What follows belongs to an exercise in optimizing a design on an open flow for small area, a short achievable clock period and few clock cycles; a production flow would make more cautious choices. At most, simulation tests tie the RTL to the original design; equivalence was not proved. Power and IR drop assume default switching activity.

==> flow/design.v (excerpt) <==
module pq_engine (
    input  wire         clk,
    input  wire         rst,
    input  wire         cmd_valid,
    output wire         cmd_ready,
    input  wire [4:0]   cmd_k,
    input  wire [4:0]   cmd_x,
    input  wire [4:0]   cmd_y,
    input  wire         cmd_two,
    input  wire         in_valid,
    output wire         in_ready,
    input  wire [127:0] in_data,
    output wire         out_valid,
    input  wire         out_ready,
    output wire [127:0] out_data,
    output wire [4:0]   out_pos
);
==> flow/config.mk <==
export PLATFORM = sky130hd
export DESIGN_NAME = pq_engine
export DESIGN_NICKNAME = pq_engine
export VERILOG_FILES = /design/flow/design.v
export SDC_FILE = /design/flow/constraint.sdc
export NUM_CORES = 8
export LEC_CHECK = 0
export CAP_MARGIN = 20
export CORE_MARGIN = 2
export CORE_UTILIZATION = 40
export SLEW_MARGIN = 20
==> flow/constraint.sdc <==
create_clock -name core_clock -period 19.0 [get_ports {clk}]
set_input_delay 3.8000 -clock core_clock [delete_from_list [all_inputs] [get_ports {clk}]]
set_output_delay 3.8000 -clock core_clock [all_outputs]
set_load 0.01 [all_outputs]
standard.sh (not shown) runs the stock make flow with config.mk's settings and CLKGATE_MAP_FILE= SYNTH_SCRIPT=/design/flow/synth_recipe.tcl, a recipe that flattens the netlist after the stock synthesis.
==> flow/flow/run.sh <==
#!/bin/bash
set -euo pipefail
bash standard.sh finish SETUP_SLACK_MARGIN=15.5 \
  "BUFFER_PORTS_ARGS=-buffer_cell sky130_fd_sc_hd__buf_4" > orfs_finish.log 2>&1
Edit:
==> flow/flow/run.sh (replaced) <==
#!/bin/bash
# Standard ORFS layout; timing repair aimed below the clock period.
set -euo pipefail
bash standard.sh finish SETUP_SLACK_MARGIN=14.0 "BUFFER_PORTS_ARGS=-buffer_cell sky130_fd_sc_hd__buf_2" > orfs_finish.log 2>&1
--- a/flow/config.mk
+++ b/flow/config.mk
@@ -8,4 +8,4 @@
 export CAP_MARGIN = 20
 export CORE_MARGIN = 2
-export CORE_UTILIZATION = 40
+export CORE_UTILIZATION = 70
 export SLEW_MARGIN = 20
What happened:
- The changed run finished clean
- via count shrinks by 7.8%
- final area went down by 27%
- utilization rose by 17 points
- total power drops by 16%
Edit:
==> flow/flow/run.sh (replaced) <==
#!/bin/bash
set -euo pipefail
bash standard.sh finish SETUP_SLACK_MARGIN=13.5 \
  "BUFFER_PORTS_ARGS=-buffer_cell sky130_fd_sc_hd__buf_4" > orfs_finish.log 2>&1
--- a/flow/config.mk
+++ b/flow/config.mk
@@ -8,4 +8,4 @@
 export CAP_MARGIN = 20
 export CORE_MARGIN = 2
-export CORE_UTILIZATION = 70
+export CORE_UTILIZATION = 40
 export SLEW_MARGIN = 20
Outcome:
- The changed run finished clean
- setup slack got worse by 0.38 ns
- routed wire length is higher by a few percent
- clock power is higher by a few percent
- sequential share of layout area is higher by 0.30 points
- via count is lower by a few percent
- first-iteration DRC count is lower by about a fifth
Function was not checked in any run of this note: the RTL went through the layout flow alone.

Another version of the RTL of pq_engine (not shown whole).
Size in the first run: ~350 flip-flops, ~290 I/O pins, ~36000 sq um of cells after synthesis.
==> flow/design.v (excerpt) <==
module pq_engine (
    input  wire         clk,
    input  wire         rst,
    input  wire         cmd_valid,
    output wire         cmd_ready,
    input  wire [4:0]   cmd_k,
    input  wire [4:0]   cmd_x,
    input  wire [4:0]   cmd_y,
    input  wire         cmd_two,
    input  wire         in_valid,
    output wire         in_ready,
    input  wire [127:0] in_data,
    output wire         out_valid,
    input  wire         out_ready,
    output wire [127:0] out_data,
    output wire [4:0]   out_pos
);
Settings: LEC_CHECK=0, CAP_MARGIN=20, CORE_MARGIN=2, CORE_UTILIZATION=60, SLEW_MARGIN=20; clock period 19.0 ns.
==> flow/flow/run.sh <==
#!/bin/bash
# Standard ORFS layout in two calls: synthesis and floorplan with no timing
# repair margin, then placement to the end with timing repair aimed below the
# clock period. Each call's output goes to its own log.
set -euo pipefail
bash standard.sh synth floorplan SETUP_SLACK_MARGIN=0 > orfs_synth_floorplan.log 2>&1
bash standard.sh finish SETUP_SLACK_MARGIN=14.3 "BUFFER_PORTS_ARGS=-buffer_cell sky130_fd_sc_hd__buf_2"  > orfs_place_route.log 2>&1
The baseline finished with capacitance limit, slew limit left.
Testbench counts at the start, summed over its fixed seeds: cycles 8,497.
Change:
==> flow/flow/run.sh (replaced) <==
#!/bin/bash
# Standard ORFS layout; timing repair aimed below the clock period.
set -euo pipefail
bash standard.sh finish SETUP_SLACK_MARGIN=14.0 "BUFFER_PORTS_ARGS=-buffer_cell sky130_fd_sc_hd__buf_2" > orfs_finish.log 2>&1
--- a/flow/config.mk
+++ b/flow/config.mk
@@ -7,0 +8 @@
+export ABC_CLOCK_PERIOD_IN_PS = 2000
Effect: Now the flow ran to the end with no violations. Final cell count is lower by a few percent. Maximum frequency goes down slightly. Power decreases by roughly a tenth.
Change:
==> flow/flow/run.sh (replaced) <==
#!/bin/bash
# Standard ORFS layout in two calls: synthesis and floorplan with no timing
# repair margin, then placement to the end with timing repair aimed below the
# clock period. Each call's output goes to its own log.
set -euo pipefail
bash standard.sh synth floorplan SETUP_SLACK_MARGIN=0 > orfs_synth_floorplan.log 2>&1
bash standard.sh finish SETUP_SLACK_MARGIN=14.0 "BUFFER_PORTS_ARGS=-buffer_cell sky130_fd_sc_hd__buf_2"  > orfs_place_route.log 2>&1
--- a/flow/config.mk
+++ b/flow/config.mk
@@ -8 +8 @@
-export ABC_CLOCK_PERIOD_IN_PS = 2000
+export ABC_AREA = 1
Effect:
- power went up by about 6%
- clock skew went up by 0.0060 ns
- count of clock-buffer cells in the layout went down by 9
- routed wire length went up by about 30%
- sequential share of layout area went down by 2.2 points
- first-iteration DRC count went up by 60%
- cell area went up by 12%
- sequential power hardly moves
- sequential cell count is unchanged
- clock power stays flat

pq_engine, a different RTL version from the one above (not shown whole).
Size in the first run: ~350 flip-flops, ~0.033 mm2 of cells after synthesis.
Design pq_engine, start of the top module:
module pq_engine (
    input  wire         clk,
    input  wire         rst,
    input  wire         cmd_valid,
    output wire         cmd_ready,
    input  wire [4:0]   cmd_k,
    input  wire [4:0]   cmd_x,
    input  wire [4:0]   cmd_y,
    input  wire         cmd_two,
    input  wire         in_valid,
    output wire         in_ready,
    input  wire [127:0] in_data,
    output wire         out_valid,
    input  wire         out_ready,
    output wire [127:0] out_data,
    output wire [4:0]   out_pos
);
==> flow/config.mk <==
export PLATFORM = sky130hd
export DESIGN_NAME = pq_engine
export DESIGN_NICKNAME = pq_engine
export VERILOG_FILES = /design/flow/design.v
export SDC_FILE = /design/flow/constraint.sdc
export NUM_CORES = 8
export LEC_CHECK = 0
export CAP_MARGIN = 20
export CORE_MARGIN = 2
export CORE_UTILIZATION = 70
export CTS_CLUSTER_DIAMETER = 100
export CTS_CLUSTER_SIZE = 20
export SLEW_MARGIN = 20
export SYNTH_HIERARCHICAL = 1
==> flow/constraint.sdc <==
create_clock -name core_clock -period 19.0 [get_ports {clk}]
set_input_delay 3.8000 -clock core_clock [delete_from_list [all_inputs] [get_ports {clk}]]
set_output_delay 3.8000 -clock core_clock [all_outputs]
set_load 0.01 [all_outputs]
==> flow/flow/run.sh <==
#!/bin/bash
# Standard ORFS layout in two calls: synthesis and floorplan with no timing
# repair margin, then placement to the end with timing repair aimed below the
# clock period. Each call's output goes to its own log.
set -euo pipefail
bash standard.sh synth floorplan SETUP_SLACK_MARGIN=0 > orfs_synth_floorplan.log 2>&1
bash standard.sh finish SETUP_SLACK_MARGIN=14.1 "BUFFER_PORTS_ARGS=-buffer_cell sky130_fd_sc_hd__buf_2"  > orfs_place_route.log 2>&1
Testbench counts at the start, summed over its fixed seeds: cycles 8,513.
Next try:
--- a/flow/flow/run.sh
+++ b/flow/flow/run.sh
@@ -7 +7 @@
-bash standard.sh finish SETUP_SLACK_MARGIN=14.1 "BUFFER_PORTS_ARGS=-buffer_cell sky130_fd_sc_hd__buf_2"  > orfs_place_route.log 2>&1
+bash standard.sh finish SETUP_SLACK_MARGIN=14.0 "BUFFER_PORTS_ARGS=-buffer_cell sky130_fd_sc_hd__buf_2"  > orfs_place_route.log 2>&1
- non-clock buffer count goes down by 18
- design area goes down by 4.1%
- sequential power is about the same
- area after synthesis stays the same
Next try:
--- a/flow/flow/run.sh
+++ b/flow/flow/run.sh
@@ -7 +7 @@
-bash standard.sh finish SETUP_SLACK_MARGIN=14.0 "BUFFER_PORTS_ARGS=-buffer_cell sky130_fd_sc_hd__buf_2"  > orfs_place_route.log 2>&1
+bash standard.sh finish SETUP_SLACK_MARGIN=14.0 "BUFFER_PORTS_ARGS=-buffer_cell sky130_fd_sc_hd__buf_1"  > orfs_place_route.log 2>&1
Critical path depth goes up by 8.
Global-route usage goes up by 0.62 points.
Design area barely changes.
Wire length goes up by 2.3%.
Combinational power hardly moves.
Total power goes down by 0.37%.
Next try:
--- a/flow/flow/run.sh
+++ b/flow/flow/run.sh
@@ -7 +7 @@
-bash standard.sh finish SETUP_SLACK_MARGIN=14.0 "BUFFER_PORTS_ARGS=-buffer_cell sky130_fd_sc_hd__buf_1"  > orfs_place_route.log 2>&1
+bash standard.sh finish SETUP_SLACK_MARGIN=13.9 "BUFFER_PORTS_ARGS=-buffer_cell sky130_fd_sc_hd__buf_2"  > orfs_place_route.log 2>&1
Total power barely changes.
Wire length is lower by a few percent.
Sequential share of layout area is higher by 0.18 points.
Synthesized cell count is unchanged.
Synthesized area is unchanged.
Die area is unchanged.
Maximum frequency is lower slightly.
Setup slack is worse by 0.061 ns.
Design area is lower slightly.
Flip-flop and latch count stays the same.

Another version of the RTL of pq_engine (not shown whole).
Size: ~530 flip-flops, about 290 I/O pins, roughly 0.041 mm² of cells after synthesis.
// pq_engine
module pq_engine (
    input  wire         clk,
    input  wire         rst,
    input  wire         cmd_valid,
    output wire         cmd_ready,
    input  wire [4:0]   cmd_k,
    input  wire [4:0]   cmd_x,
    input  wire [4:0]   cmd_y,
    input  wire         cmd_two,
    input  wire         in_valid,
    output wire         in_ready,
    input  wire [127:0] in_data,
    output wire         out_valid,
    input  wire         out_ready,
    output wire [127:0] out_data,
    output wire [4:0]   out_pos
);
Settings: LEC_CHECK=0, CAP_MARGIN=20, CORE_MARGIN=2, CORE_UTILIZATION=40, SLEW_MARGIN=20; clock period 19.0 ns.
==> flow/flow/run.sh <==
#!/bin/bash
# Standard ORFS layout, with timing repair aimed well below the clock period.
set -euo pipefail
bash standard.sh finish SETUP_SLACK_MARGIN=13.5 \
  "BUFFER_PORTS_ARGS=-buffer_cell sky130_fd_sc_hd__buf_4" > orfs_finish.log 2>&1
The first run passed the timing, DRC and antenna checks.
==> next run, changes <==
==> flow/run.sh (new file) <==
#!/bin/bash
# synth_recipe.tcl (not shown) runs the flow's synth.tcl, then flattens the netlist and writes it again
# the make line also repeats each setting of config.mk as NAME=value (left out here)
make -C /OpenROAD-flow-scripts/flow DESIGN_CONFIG=/design/flow/config.mk WORK_HOME=/design/flow/orfs CLKGATE_MAP_FILE= SYNTH_SCRIPT=/design/flow/synth_recipe.tcl finish
SETUP_SLACK_MARGIN = 2.0   (was unset)
removed: flow/flow/run.sh
removed: flow/standard.sh
Outcome:
- The changed run went through all stages and came out clean
- synthesized area stays the same
- power is about the same
- sequential power barely changes
- non-clock buffer count decreases by 5
- wire length climbs by about 0.4%
==> next run, changes <==
CAP_MARGIN = 50   (was 20)
SLEW_MARGIN = 70   (was 20)
Result: The changed run went through all stages and came out clean. Cell area went up by 4.4%. Worst setup slack gets better by 810 ps. Non-clock buffer count went up by 157. Cell count climbs by 2.4%. Routed wire length climbs by 0.59%. Total power is higher by 2.6%.
==> next run, changes <==
==> flow/flow/run.sh (new file) <==
#!/bin/bash
set -euo pipefail
bash standard.sh finish SETUP_SLACK_MARGIN=14.5 \
  "BUFFER_PORTS_ARGS=-buffer_cell sky130_fd_sc_hd__buf_4" > orfs_finish.log 2>&1
==> flow/standard.sh (new file) <==
#!/bin/bash
# synth_recipe.tcl (not shown) runs the flow's synth.tcl, then flattens the netlist and writes it again
# the make line also repeats each setting of config.mk as NAME=value (left out here)
make -C /OpenROAD-flow-scripts/flow DESIGN_CONFIG=/design/flow/config.mk WORK_HOME=/design/flow/orfs CLKGATE_MAP_FILE= SYNTH_SCRIPT=/design/flow/synth_recipe.tcl "${@:-finish}"
CAP_MARGIN = 20   (was 50)
SETUP_SLACK_MARGIN = unset   (was 2.0)
SLEW_MARGIN = 20   (was 70)
removed: flow/run.sh
Outcome: The changed run passed the timing, DRC and antenna checks. Global-route usage rises by 0.60 points. Core utilization falls by 0.40 points. Non-clock buffer count falls by 84. Worst hold slack gets worse by 18 ps. Via count rises by about 0.8%. Clock power barely changes. Sequential share of layout area rises by 0.73 points. Wire length rises by 3.6%. Die area does not change.
No run of this note included a check of the RTL's function; only the layout flow was run.

==> re-timing with driven ports <==
In the flow no input, the clock included, has a driving cell. The finished layouts below were timed again as built, in two steps.
Step 1 (the two cells are an assumption about what drives the block):
set clk [get_ports {clk}]
set_driving_cell -lib_cell sky130_fd_sc_hd__clkbuf_16 $clk
set_driving_cell -lib_cell sky130_fd_sc_hd__buf_2 [delete_from_list [all_inputs] $clk]
Step 2 adds t to the input delays and takes it off the output delays; t is the mean of the earliest and latest rising clock arrival at the registers after step 1. Input paths then give back, and output paths get back, about the clock's delay inside the block.
a / b / c = no drivers / after step 1 / after step 2; a / b = the first two.
| run | shift t [ns] | slack for setup (ns) | slew at the worst register clock pin (ns) | worst slew at a driven data input, ns |
|---|---|---|---|---|
| the first run of note 1 | 0.718 | 13.999 / 13.939 / 13.332 | 0.07 / 0.07 | 0.26 |
| the second run of note 1 | 0.676 | 13.998 / 13.934 / 13.369 | 0.07 / 0.07 | 0.13 |
| the third run of note 1 | 0.680 | 13.616 / 13.635 / 12.955 | 0.06 / 0.06 | 0.16 |
| the first run of note 2 | 0.663 | 14.048 / 13.981 / 13.357 | 0.07 / 0.07 | 0.21 |
| the second run of note 2 | 0.661 | 14.013 / 13.948 / 13.328 | 0.07 / 0.07 | 0.13 |
| the third run of note 2 | 0.684 | 13.925 / 13.882 / 13.216 | 0.07 / 0.07 | 0.16 |
| the first run of note 3 | 0.641 | 13.998 / 13.938 / 13.451 | 0.10 / 0.10 | 0.12 |
| the second run of note 3 | 0.637 | 14.008 / 13.949 / 13.384 | 0.10 / 0.10 | 0.09 |
| the third run of note 3 | 0.633 | 13.992 / 13.949 / 13.398 | 0.10 / 0.10 | 0.11 |
| the fourth run of note 3 | 0.637 | 13.931 / 13.887 / 13.334 | 0.10 / 0.10 | 0.09 |
| the first run of note 4 | 0.726 | 13.629 / 13.629 / 13.013 | 0.07 / 0.07 | 0.12 |
| the second run of note 4 | 0.688 | 12.405 / 12.438 / 11.751 | 0.06 / 0.06 | 0.13 |
| the third run of note 4 | 0.698 | 13.214 / 13.248 / 12.550 | 0.06 / 0.06 | 0.13 |
| the fourth run of note 4 | 0.695 | 13.982 / 13.912 / 13.608 | 0.06 / 0.06 | 0.13 |
The setup slack of the third run of note 2, which loses most, moves by -0.043 ns with the drivers and by -0.709 ns with both steps.
